Background: an optimization exercise with open tools, aiming at small area, a short achievable clock period and few clock cycles per item. Do not read the settings as production practice. Where RTL was checked, it was by simulation tests only, not by an equivalence proof against the original.

==> job 7920 <==
## kg9_decunit
module kg9_decunit (
    input  wire         clk,
    input  wire         rst,
    input  wire         start,
    input  wire [2:0]   op,
    input  wire [127:0] a,
    input  wire [127:0] b,
    input  wire [13:0]  imm,
    output wire         ready,
    output reg          done,
    output wire [127:0] res,
    output wire [127:0] rem,
    output wire         z,
    output wire         n,
    output reg          dv,
    output reg          exc_data,
    output reg          exc_div
);
Settings: LEC_CHECK=0, ABC_AREA=1, CAP_MARGIN=40, CORE_MARGIN=2, CORE_UTILIZATION=30, SLEW_MARGIN=40; clock period 50.0 ns.
run.sh (not shown) runs the stock make flow with config.mk's settings and CLKGATE_MAP_FILE= SYNTH_SCRIPT=/design/flow/synth_recipe.tcl, a recipe that flattens the netlist after the stock synthesis.
==> inputs of job 3323, as changes to job 7920 <==
--- a/flow/design.v
+++ b/flow/design.v
@@ -164,19 +164,19 @@
     reg         remneg;      
     reg [3:0]   resq;        
     reg         mfirst;      
     reg         iscmp;       
     reg         zzn;         
     reg         zsg;         
     reg         remz;        
     reg         qnz;         
-    reg [4:0]   lb;          
-    reg [6:0]   bw;          
-    reg         bexact;      
+    reg [31:0]  lbd;         
+    reg [7:0]   bw;          
+    reg [47:0]  bhk;         
     reg         tryp;        
     reg         dneg;        
     wire sa = (asn == 4'hD);
     wire sb = (bsn == 4'hD);
     assign ready = (state == S_IDLE);
     assign res   = {resq[3] ? x1[123:93] : x2[123:93], resq[2] ? x1[92:62] : x2[92:62],
                     resq[1] ? x1[61:31]  : x2[61:31],  resq[0] ? x1[30:0]  : x2[30:0],
                     (sflag & !zsg) ? 4'hD : 4'hC};
@@ -202,92 +202,135 @@
     kg9_bcd_x5 #(.N(32)) u_m5 (.x(m1), .y(m5));
     wire [3:0] mul_sel = {md == 4'd5 || md == 4'd6 || md == 4'd7 || md == 4'd9,
                           md == 4'd4 || md == 4'd8,
                           md == 4'd2 || md == 4'd3,
                           md == 4'd1};
     wire [3:0] md_next = (md == 4'd8 || md == 4'd9) ? 4'd4 :
                          (md == 4'd7) ? 4'd2 :
                          (md == 4'd3 || md == 4'd6) ? 4'd1 : 4'd0;
+    wire [30:0] nz3;      
+    wire [30:0] top3;     
+    genvar gi;
+    generate
+        for (gi = 0; gi < 31; gi = gi + 1) begin : g_nz3
+            assign nz3[gi] = |x3[4*gi +: 4];
+            if (gi == 30) begin : g_t
+                assign top3[gi] = nz3[gi];
+            end else begin : g_o
+                assign top3[gi] = nz3[gi] & ~|nz3[30:gi+1];
+            end
+        end
+    endgenerate
     reg [4:0] lb_n;
     reg [3:0] bd1, bd0;
     integer kb;
     always @(*) begin
         lb_n = 5'd0;
-        for (kb = 0; kb < 31; kb = kb + 1)
-            if (x3[4*kb +: 4] != 4'd0) lb_n = kb + 1;
-        bd1 = 4'd0;
-        bd0 = 4'd0;
+        bd1  = 4'd0;
+        bd0  = 4'd0;
         for (kb = 0; kb < 31; kb = kb + 1) begin
-            if (lb_n == kb + 1) bd1 = x3[4*kb +: 4];
-            if (lb_n == kb + 2) bd0 = x3[4*kb +: 4];
+            lb_n = lb_n | ({5{top3[kb]}} & (kb + 1));
+            bd1  = bd1  | ({4{top3[kb]}} & x3[4*kb +: 4]);
+            if (kb > 0) bd0 = bd0 | ({4{top3[kb]}} & x3[4*kb-4 +: 4]);
         end
     end
     reg [3:0] rd2, rd1, rd0;
     always @(*) begin
         rd2 = 4'd0;
         rd1 = 4'd0;
         rd0 = 4'd0;
         for (kb = 0; kb < 32; kb = kb + 1) begin
-            if (lb == kb)     rd2 = x2[4*kb +: 4];
-            if (lb == kb + 1) rd1 = x2[4*kb +: 4];
-            if (lb == kb + 2) rd0 = x2[4*kb +: 4];
+            rd2 = rd2 | ({4{lbd[kb]}} & x2[4*kb +: 4]);
+            if (kb < 31) rd1 = rd1 | ({4{lbd[kb+1]}} & x2[4*kb +: 4]);
+            if (kb < 30) rd0 = rd0 | ({4{lbd[kb+2]}} & x2[4*kb +: 4]);
         end
     end
-    wire [9:0] rw  = rd2 * 7'd100 + rd1 * 4'd10 + rd0;
-    wire [6:0] bhi = bw + {6'd0, !bexact};
-    wire ge1 = (rw >= {3'd0, bhi});
-    wire ge2 = (rw >= {2'd0, bhi, 1'b0});
-    wire ge4 = (rw >= {1'd0, bhi, 2'b0});
-    wire ge5 = (rw >= {1'd0, bhi, 2'b0} + {3'd0, bhi});
-    wire lt1 = (rw < {3'd0, bw});
-    wire lt2 = (rw < {2'd0, bw, 1'b0});
-    wire lt3 = (rw < {2'd0, bw, 1'b0} + {3'd0, bw});
-    wire lt5 = (rw < {1'd0, bw, 2'b0} + {3'd0, bw});
-    wire lt6 = (rw < {1'd0, bw, 2'b0} + {2'd0, bw, 1'b0});
+    wire [11:0] rw = {rd2, rd1, rd0};
+    wire [7:0]  bwn = {bd1, bd0};
+    wire [11:0] bwi;                     
+    assign bwi[3:0]  = (bd0 == 4'd9) ? 4'd0 : bd0 + 4'd1;
+    assign bwi[7:4]  = (bd0 != 4'd9) ? bd1 : (bd1 == 4'd9) ? 4'd0 : bd1 + 4'd1;
+    assign bwi[11:8] = {3'd0, bwn == 8'h99};
+    wire [11:0] bhi = (lb_n <= 5'd2) ? {4'd0, bwn} : bwi;
+    wire [11:0] bhi2, bhi4, bhi5;
+    kg9_bcd_x2 #(.N(3)) u_h2 (.x(bhi),  .y(bhi2));
+    kg9_bcd_x2 #(.N(3)) u_h4 (.x(bhi2), .y(bhi4));
+    kg9_bcd_x5 #(.N(3)) u_h5 (.x(bhi),  .y(bhi5));
+    wire [11:0] bw1 = {4'd0, bw};
+    wire [11:0] bw2, bw3, bw5, bw6;
+    kg9_bcd_x2 #(.N(3)) u_l2 (.x(bw1),  .y(bw2));
+    kg9_bcd_x5 #(.N(3)) u_l5 (.x(bw1),  .y(bw5));
+    kg9_bcd_x2 #(.N(3)) u_l6 (.x(bw3),  .y(bw6));
+    wire [4:0] s30 = bw2[3:0] + bw1[3:0];
+    wire       c30 = (s30 > 5'd9);
+    wire [4:0] s31 = bw2[7:4] + bw1[7:4] + {4'd0, c30};
+    wire       c31 = (s31 > 5'd9);
+    assign bw3[3:0]  = c30 ? s30[3:0] + 4'd6 : s30[3:0];
+    assign bw3[7:4]  = c31 ? s31[3:0] + 4'd6 : s31[3:0];
+    assign bw3[11:8] = bw2[11:8] + {3'd0, c31};
+    wire ge1 = (rw >= bhk[11:0]);
+    wire ge2 = (rw >= bhk[23:12]);
+    wire ge4 = (rw >= bhk[35:24]);
+    wire ge5 = (rw >= bhk[47:36]);
+    wire lt1 = (rw < bw1);
+    wire lt2 = (rw < bw2);
+    wire lt3 = (rw < bw3);
+    wire lt5 = (rw < bw5);
+    wire lt6 = (rw < bw6);
     wire [3:0] est_m   = ge5 ? 4'd5 : ge4 ? 4'd4 : ge2 ? 4'd2 : ge1 ? 4'd1 : 4'd0;
     wire       est_fin = ge5 ? lt6 : ge4 ? lt5 : ge2 ? lt3 : ge1 ? lt2 : lt1;
     wire       div_try = !tryp && !ge1 && !lt1;       
     wire [3:0] div_sel = tryp    ? {3'd0, dneg} :
                          div_try ? 4'b0001 :
                          {est_m == 4'd5, est_m == 4'd4, est_m == 4'd2, est_m == 4'd1};
     wire       div_fin = tryp || (!div_try && est_fin);
     wire [3:0] div_q   = qacc + (tryp ? {3'd0, !dneg} : est_m);
     wire is_mul  = (op_r == OP_MULP);
     wire is_div  = (op_r == OP_DIVP);
     wire is_shrp = (op_r == OP_SHRP);
     wire is_neg  = (state == S_NEG);
     wire eff_sub = sa ^ sb ^ (op_r == OP_SUBP || op_r == OP_CMPP);
     wire zero_x  = is_neg || (state == S_SHF) || (state == S_MUL && mfirst) ||
-                   (state == S_EXEC && (is_div || is_shrp));
+                   (state == S_EXEC && (is_mul || is_div || is_shrp));
     wire is_exec = (state == S_EXEC);
-    wire [3:0] sel = is_mul ? (is_exec ? 4'b0001 : mul_sel) :
+    wire [3:0] sel = is_mul ? mul_sel :
                      is_div ? (state == S_DIV ? div_sel : 4'b0000) : {3'd0, !is_neg};
     wire [127:0] opy = ({128{sel[0]}} & m1) | ({128{sel[1]}} & m2) |
                        ({128{sel[2]}} & m4) | ({128{sel[3]}} & m5) |
                        ({128{is_neg}} & x2);
     wire [127:0] opx = zero_x ? 128'd0 : x2;
-    wire asub   = is_exec ? (is_mul || (!is_div && !is_shrp && eff_sub)) :
+    wire asub   = is_exec ? (!is_mul && !is_div && !is_shrp && eff_sub) :
                   (is_neg || (state == S_DIV && !tryp));
     wire rnd_up = is_shrp && sh[5] && (({1'b0, drop} + {1'b0, rnd}) >= 5'd10);
     wire [127:0] sum;
     wire         aco, zlo, zall;
     kg9_bcd_addsub u_add (.x(opx), .y(opy), .sub(asub), .cin(asub | rnd_up),
                           .s(sum), .co(aco), .zlo(zlo), .zall(zall));
+    wire [30:0] nz1, top1;
+    generate
+        for (gi = 0; gi < 31; gi = gi + 1) begin : g_nz1
+            assign nz1[gi] = |x1[4*gi +: 4];
+            if (gi == 30) begin : g_t
+                assign top1[gi] = nz1[gi];
+            end else begin : g_o
+                assign top1[gi] = nz1[gi] & ~|nz1[30:gi+1];
+            end
+        end
+    endgenerate
     reg [4:0] lead_n;     
     reg [3:0] lead_d;     
     integer k;
     always @(*) begin
         lead_n = 5'd0;
         lead_d = 4'd0;
-        for (k = 0; k < 31; k = k + 1)
-            if (x1[4*k +: 4] != 4'd0) begin
-                lead_n = k + 1;
-                lead_d = x1[4*k +: 4];
-            end
+        for (k = 0; k < 31; k = k + 1) begin
+            lead_n = lead_n | ({5{top1[k]}} & (k + 1));
+            lead_d = lead_d | ({4{top1[k]}} & x1[4*k +: 4]);
+        end
     end
     wire [30:0] pos = 31'd1 << (la - 5'd1);
     reg  [3:0]   d_next;
     reg  [123:0] clr;
     integer j;
     always @(*) begin
         d_next = 4'd0;
         for (j = 0; j < 30; j = j + 1)
@@ -295,18 +338,18 @@
         for (j = 0; j < 31; j = j + 1)
             clr[4*j +: 4] = {4{pos[j] & cur_real}};
     end
     wire [123:0] x1c    = x1 & ~clr;
     wire [123:0] x1_qn  = {x1c[119:0], div_q};
     wire [3:0]   d_in   = (state == S_EXEC) ? lead_d : (nreal != 5'd0) ? d_next : 4'd0;
     wire         div_ov = ovf | (x1c[123:120] != 4'd0);
     wire exec_ok = (state == S_EXEC) && !bad;
-    wire mul_swap = aco;                        
-    wire mul_go  = (state == S_MUL);
+    wire mul_swap = (lb_n < lead_n);            
+    wire mul_go  = (state == S_MUL) || (exec_ok && is_mul && !mul_swap);
     wire shl_go  = (state == S_SHL) || (exec_ok && is_shrp && sh != 6'd0 && !sh[5]);
     wire shr_go  = (state == S_SHR) || (exec_ok && is_shrp && sh[5]);
     wire shf_go  = (state == S_SHF) || (exec_ok && is_shrp && sh == 6'd0);
     wire mul_ov  = ovf | (sum[127:124] != 4'd0) | (lost & (md != 4'd0));
     wire x2_shift = (state == S_EXEC && is_div) ||
                     (state == S_DIV && div_fin && nstep != 6'd0);
     always @(posedge clk)
         x2 <= (state == S_IDLE) ? {4'd0, a[127:4]} :
@@ -366,17 +409,17 @@
                                 if (!iscmp) dv <= (sum[127:124] != 4'd0);
                                 done  <= 1'b1;
                                 state <= S_IDLE;
                             end
                         end
                         OP_MULP: begin
                             sflag <= sa ^ sb;
                             state <= S_MUL;
-                            mfirst <= 1'b1;
+                            mfirst <= mul_swap;
                             if (mul_swap) begin
                                 x1 <= x3;
                                 x3 <= x1;
                                 md <= x3[3:0];
                             end
                         end
                         OP_DIVP: begin
                             sflag <= sa ^ sb;
@@ -387,19 +430,19 @@
                             end else if (lead_n == 5'd0) begin
                                 zzn   <= 1'b1;
                                 zsg   <= 1'b1;
                                 remz  <= 1'b1;
                                 done  <= 1'b1;
                                 state <= S_IDLE;
                             end else begin
                                 la       <= lead_n;
-                                lb       <= lb_n;
-                                bw       <= bd1 * 4'd10 + bd0;
-                                bexact   <= (lb_n <= 5'd2);
+                                lbd      <= 32'd1 << lb_n;
+                                bw       <= {bd1, bd0};
+                                bhk      <= {bhi5, bhi4, bhi2, bhi};
                                 tryp     <= 1'b0;
                                 nreal    <= lead_n - 5'd1;
                                 cur_real <= 1'b1;
                                 nstep    <= {1'b0, lead_n} + {1'b0, scale} - 6'd1;
                                 state    <= S_DIV;
                             end
                         end
                         default: sflag <= sb;    
- ABC_AREA: 1 -> 0
- CAP_MARGIN: 40 -> 20
- SLEW_MARGIN: 40 -> 20
==> inputs of job 7709, as changes to job 7920 <==
--- a/flow/design.v
+++ b/flow/design.v
@@ -164,21 +164,16 @@
     reg         remneg;      
     reg [3:0]   resq;        
     reg         mfirst;      
     reg         iscmp;       
     reg         zzn;         
     reg         zsg;         
     reg         remz;        
     reg         qnz;         
-    reg [4:0]   lb;          
-    reg [6:0]   bw;          
-    reg         bexact;      
-    reg         tryp;        
-    reg         dneg;        
     wire sa = (asn == 4'hD);
     wire sb = (bsn == 4'hD);
     assign ready = (state == S_IDLE);
     assign res   = {resq[3] ? x1[123:93] : x2[123:93], resq[2] ? x1[92:62] : x2[92:62],
                     resq[1] ? x1[61:31]  : x2[61:31],  resq[0] ? x1[30:0]  : x2[30:0],
                     (sflag & !zsg) ? 4'hD : 4'hC};
     assign rem   = {x2[123:0], (remneg & !remz) ? 4'hD : 4'hC};
     assign z     = zzn;
@@ -195,88 +190,51 @@
     wire b_ok = digits_ok(x3) && (bsn == 4'hC || bsn == 4'hD || bsn == 4'hF);
     wire bad  = !b_ok || (op_r != OP_SHRP && !a_ok);
     wire x3_nz = |x3;
     wire [127:0] m1 = {4'd0, x3};
     wire [127:0] m2, m4, m5;
     kg9_bcd_x2 #(.N(32)) u_m2 (.x(m1), .y(m2));
     kg9_bcd_x2 #(.N(32)) u_m4 (.x(m2), .y(m4));
     kg9_bcd_x5 #(.N(32)) u_m5 (.x(m1), .y(m5));
+    wire ge1 = (x2 >= m1);
+    wire ge2 = (x2 >= m2);
+    wire ge4 = (x2 >= m4);
+    wire ge5 = (x2 >= m5);
     wire [3:0] mul_sel = {md == 4'd5 || md == 4'd6 || md == 4'd7 || md == 4'd9,
                           md == 4'd4 || md == 4'd8,
                           md == 4'd2 || md == 4'd3,
                           md == 4'd1};
     wire [3:0] md_next = (md == 4'd8 || md == 4'd9) ? 4'd4 :
                          (md == 4'd7) ? 4'd2 :
                          (md == 4'd3 || md == 4'd6) ? 4'd1 : 4'd0;
-    reg [4:0] lb_n;
-    reg [3:0] bd1, bd0;
-    integer kb;
-    always @(*) begin
-        lb_n = 5'd0;
-        for (kb = 0; kb < 31; kb = kb + 1)
-            if (x3[4*kb +: 4] != 4'd0) lb_n = kb + 1;
-        bd1 = 4'd0;
-        bd0 = 4'd0;
-        for (kb = 0; kb < 31; kb = kb + 1) begin
-            if (lb_n == kb + 1) bd1 = x3[4*kb +: 4];
-            if (lb_n == kb + 2) bd0 = x3[4*kb +: 4];
-        end
-    end
-    reg [3:0] rd2, rd1, rd0;
-    always @(*) begin
-        rd2 = 4'd0;
-        rd1 = 4'd0;
-        rd0 = 4'd0;
-        for (kb = 0; kb < 32; kb = kb + 1) begin
-            if (lb == kb)     rd2 = x2[4*kb +: 4];
-            if (lb == kb + 1) rd1 = x2[4*kb +: 4];
-            if (lb == kb + 2) rd0 = x2[4*kb +: 4];
-        end
-    end
-    wire [9:0] rw  = rd2 * 7'd100 + rd1 * 4'd10 + rd0;
-    wire [6:0] bhi = bw + {6'd0, !bexact};
-    wire ge1 = (rw >= {3'd0, bhi});
-    wire ge2 = (rw >= {2'd0, bhi, 1'b0});
-    wire ge4 = (rw >= {1'd0, bhi, 2'b0});
-    wire ge5 = (rw >= {1'd0, bhi, 2'b0} + {3'd0, bhi});
-    wire lt1 = (rw < {3'd0, bw});
-    wire lt2 = (rw < {2'd0, bw, 1'b0});
-    wire lt3 = (rw < {2'd0, bw, 1'b0} + {3'd0, bw});
-    wire lt5 = (rw < {1'd0, bw, 2'b0} + {3'd0, bw});
-    wire lt6 = (rw < {1'd0, bw, 2'b0} + {2'd0, bw, 1'b0});
-    wire [3:0] est_m   = ge5 ? 4'd5 : ge4 ? 4'd4 : ge2 ? 4'd2 : ge1 ? 4'd1 : 4'd0;
-    wire       est_fin = ge5 ? lt6 : ge4 ? lt5 : ge2 ? lt3 : ge1 ? lt2 : lt1;
-    wire       div_try = !tryp && !ge1 && !lt1;       
-    wire [3:0] div_sel = tryp    ? {3'd0, dneg} :
-                         div_try ? 4'b0001 :
-                         {est_m == 4'd5, est_m == 4'd4, est_m == 4'd2, est_m == 4'd1};
-    wire       div_fin = tryp || (!div_try && est_fin);
-    wire [3:0] div_q   = qacc + (tryp ? {3'd0, !dneg} : est_m);
+    wire [3:0] div_sel = ge5 ? 4'b1000 : ge4 ? 4'b0100 : ge2 ? 4'b0010 :
+                         ge1 ? 4'b0001 : 4'b0000;
+    wire [3:0] div_m   = ge5 ? 4'd5 : ge4 ? 4'd4 : ge2 ? 4'd2 : ge1 ? 4'd1 : 4'd0;
+    wire       div_fin = !ge2 || (ge4 && !ge5);
+    wire [3:0] div_q   = qacc + div_m;
     wire is_mul  = (op_r == OP_MULP);
     wire is_div  = (op_r == OP_DIVP);
     wire is_shrp = (op_r == OP_SHRP);
     wire is_neg  = (state == S_NEG);
     wire eff_sub = sa ^ sb ^ (op_r == OP_SUBP || op_r == OP_CMPP);
     wire zero_x  = is_neg || (state == S_SHF) || (state == S_MUL && mfirst) ||
-                   (state == S_EXEC && (is_div || is_shrp));
-    wire is_exec = (state == S_EXEC);
-    wire [3:0] sel = is_mul ? (is_exec ? 4'b0001 : mul_sel) :
+                   (state == S_EXEC && (is_mul || is_div || is_shrp));
+    wire [3:0] sel = is_mul ? mul_sel :
                      is_div ? (state == S_DIV ? div_sel : 4'b0000) : {3'd0, !is_neg};
     wire [127:0] opy = ({128{sel[0]}} & m1) | ({128{sel[1]}} & m2) |
                        ({128{sel[2]}} & m4) | ({128{sel[3]}} & m5) |
                        ({128{is_neg}} & x2);
     wire [127:0] opx = zero_x ? 128'd0 : x2;
-    wire asub   = is_exec ? (is_mul || (!is_div && !is_shrp && eff_sub)) :
-                  (is_neg || (state == S_DIV && !tryp));
+    wire asub   = is_div | is_neg | (!is_mul && !is_shrp && eff_sub);
     wire rnd_up = is_shrp && sh[5] && (({1'b0, drop} + {1'b0, rnd}) >= 5'd10);
     wire [127:0] sum;
-    wire         aco, zlo, zall;
+    wire         zlo, zall;
     kg9_bcd_addsub u_add (.x(opx), .y(opy), .sub(asub), .cin(asub | rnd_up),
-                          .s(sum), .co(aco), .zlo(zlo), .zall(zall));
+                          .s(sum), .co(), .zlo(zlo), .zall(zall));
     reg [4:0] lead_n;     
     reg [3:0] lead_d;     
     integer k;
     always @(*) begin
         lead_n = 5'd0;
         lead_d = 4'd0;
         for (k = 0; k < 31; k = k + 1)
             if (x1[4*k +: 4] != 4'd0) begin
@@ -295,18 +253,18 @@
         for (j = 0; j < 31; j = j + 1)
             clr[4*j +: 4] = {4{pos[j] & cur_real}};
     end
     wire [123:0] x1c    = x1 & ~clr;
     wire [123:0] x1_qn  = {x1c[119:0], div_q};
     wire [3:0]   d_in   = (state == S_EXEC) ? lead_d : (nreal != 5'd0) ? d_next : 4'd0;
     wire         div_ov = ovf | (x1c[123:120] != 4'd0);
     wire exec_ok = (state == S_EXEC) && !bad;
-    wire mul_swap = aco;                        
-    wire mul_go  = (state == S_MUL);
+    wire mul_swap = ge1;                        
+    wire mul_go  = (state == S_MUL) || (exec_ok && is_mul && !mul_swap);
     wire shl_go  = (state == S_SHL) || (exec_ok && is_shrp && sh != 6'd0 && !sh[5]);
     wire shr_go  = (state == S_SHR) || (exec_ok && is_shrp && sh[5]);
     wire shf_go  = (state == S_SHF) || (exec_ok && is_shrp && sh == 6'd0);
     wire mul_ov  = ovf | (sum[127:124] != 4'd0) | (lost & (md != 4'd0));
     wire x2_shift = (state == S_EXEC && is_div) ||
                     (state == S_DIV && div_fin && nstep != 6'd0);
     always @(posedge clk)
         x2 <= (state == S_IDLE) ? {4'd0, a[127:4]} :
@@ -349,34 +307,34 @@
                     done     <= 1'b1;
                     state    <= S_IDLE;
                 end else begin
                     case (op_r)
                         OP_ADDP, OP_SUBP, OP_CMPP: begin
                             zzn <= iscmp ? zall : zlo;
                             zsg <= zall;
                             if (eff_sub) begin
-                                sflag <= aco ? sa : !sa;
-                                if (!aco && !iscmp) begin
+                                sflag <= ge1 ? sa : !sa;
+                                if (!ge1 && !iscmp) begin
                                     state <= S_NEG;    
                                 end else begin
                                     done  <= 1'b1;
                                     state <= S_IDLE;
                                 end
                             end else begin
                                 sflag <= sa;
                                 if (!iscmp) dv <= (sum[127:124] != 4'd0);
                                 done  <= 1'b1;
                                 state <= S_IDLE;
                             end
                         end
                         OP_MULP: begin
                             sflag <= sa ^ sb;
                             state <= S_MUL;
-                            mfirst <= 1'b1;
+                            mfirst <= mul_swap;
                             if (mul_swap) begin
                                 x1 <= x3;
                                 x3 <= x1;
                                 md <= x3[3:0];
                             end
                         end
                         OP_DIVP: begin
                             sflag <= sa ^ sb;
@@ -387,20 +345,16 @@
                             end else if (lead_n == 5'd0) begin
                                 zzn   <= 1'b1;
                                 zsg   <= 1'b1;
                                 remz  <= 1'b1;
                                 done  <= 1'b1;
                                 state <= S_IDLE;
                             end else begin
                                 la       <= lead_n;
-                                lb       <= lb_n;
-                                bw       <= bd1 * 4'd10 + bd0;
-                                bexact   <= (lb_n <= 5'd2);
-                                tryp     <= 1'b0;
                                 nreal    <= lead_n - 5'd1;
                                 cur_real <= 1'b1;
                                 nstep    <= {1'b0, lead_n} + {1'b0, scale} - 6'd1;
                                 state    <= S_DIV;
                             end
                         end
                         default: sflag <= sb;    
                     endcase
@@ -427,18 +381,16 @@
                         done  <= 1'b1;
                         state <= S_IDLE;
                     end
                 end else begin
                     md <= md_next;
                 end
             end
             if (state == S_DIV) begin
-                tryp <= div_try;
-                dneg <= !aco;
                 if (div_fin) begin
                     x1    <= x1_qn;
                     ovf   <= div_ov;
                     qacc  <= 4'd0;
                     qnz   <= qnz | (div_q != 4'd0);
                     nstep <= nstep - 6'd1;
                     nreal <= (nreal != 5'd0) ? nreal - 5'd1 : 5'd0;
                     cur_real <= (nreal != 5'd0);
==> comparison table <==
metric	job 7920	job 7709	job 3323
Status	complete, no violations	complete, no violations	complete, no violations
Sequential cell count of the final layout	468	453	527
TritonCTS sink count	468	453	527
Max FO, Critical Path	106	26	31
Fraction of met1 tracks used by global routing	0.406	0.383	0.460
Dominant cell type by area after synthesis	sky130_fd_sc_hd__nand2_1	sky130_fd_sc_hd__ha_1	sky130_fd_sc_hd__dfxtp_1
Number of vias after detailed routing	74800	74200	83800
Area occupied by multi-input gates	44400 sq um	47100 sq um	48500 sq um
Depth of the worst register-to-register path	85	53	33
Worst Hold End	mfirst	zsg	mfirst
Initial core utilization	0.302	0.302	0.301
Number of cells traversed by the worst hold path	1	1	2
Headroom to the max-slew limit	0.330	0.335	0.0930
Register share of the cell area	0.140	0.129	0.153
Count of flip-flops with a built-in enable after synthesis	63	48	122
Synthesis-stage register bit count	468	453	527
GRT Util Overall	0.299	0.272	0.389
Number of global-route vias before repair	67100	66800	75100
Routing usage on met3	0.0600	0.0753	0.172
Relative area of clock buffers and inverters in the final design	0.0328	0.0314	0.0340
Taps Inserted	2788	2821	2871
Largest stage delay, worst path	770 ps	780 ps	930 ps
Testbench counts of job 3323, summed over its fixed seeds: cycles 13,472, ops 2,400.
Testbench counts of job 7709, summed over its fixed seeds: cycles 13,959, ops 2,400.
Only the layout flow was run in job 7920; the RTL was not checked for function there.

## separate check: timing with driven ports
How much do the figures lean on ideal ports? The routed layouts below were timed once more, with nothing changed but the port constraints. Step 1 sets driving cells, clkbuf_16 on the clock port and buf_2 on the other inputs (assumed; they add their load-dependent delay and slew). Step 2 adds t to the input delays and takes it off the output delays; t is the mean of the earliest and latest rising clock arrival at the registers after step 1. Input paths then give back, and output paths get back, about the clock's delay inside the block. Slacks: no drivers / after step 1 / after step 2; pairs: no drivers / after step 1.
run	t, ns	setup slack, ns	hold slack, ns
job 7920	0.799	28.727 / 28.727 / 28.727	0.468 / 0.468 / 0.468
job 3323	0.853	36.274 / 36.274 / 36.274	0.466 / 0.466 / 0.466
job 7709	0.786	36.056 / 36.056 / 36.056	0.441 / 0.441 / 0.441
After both steps setup and hold are still met in every run listed.
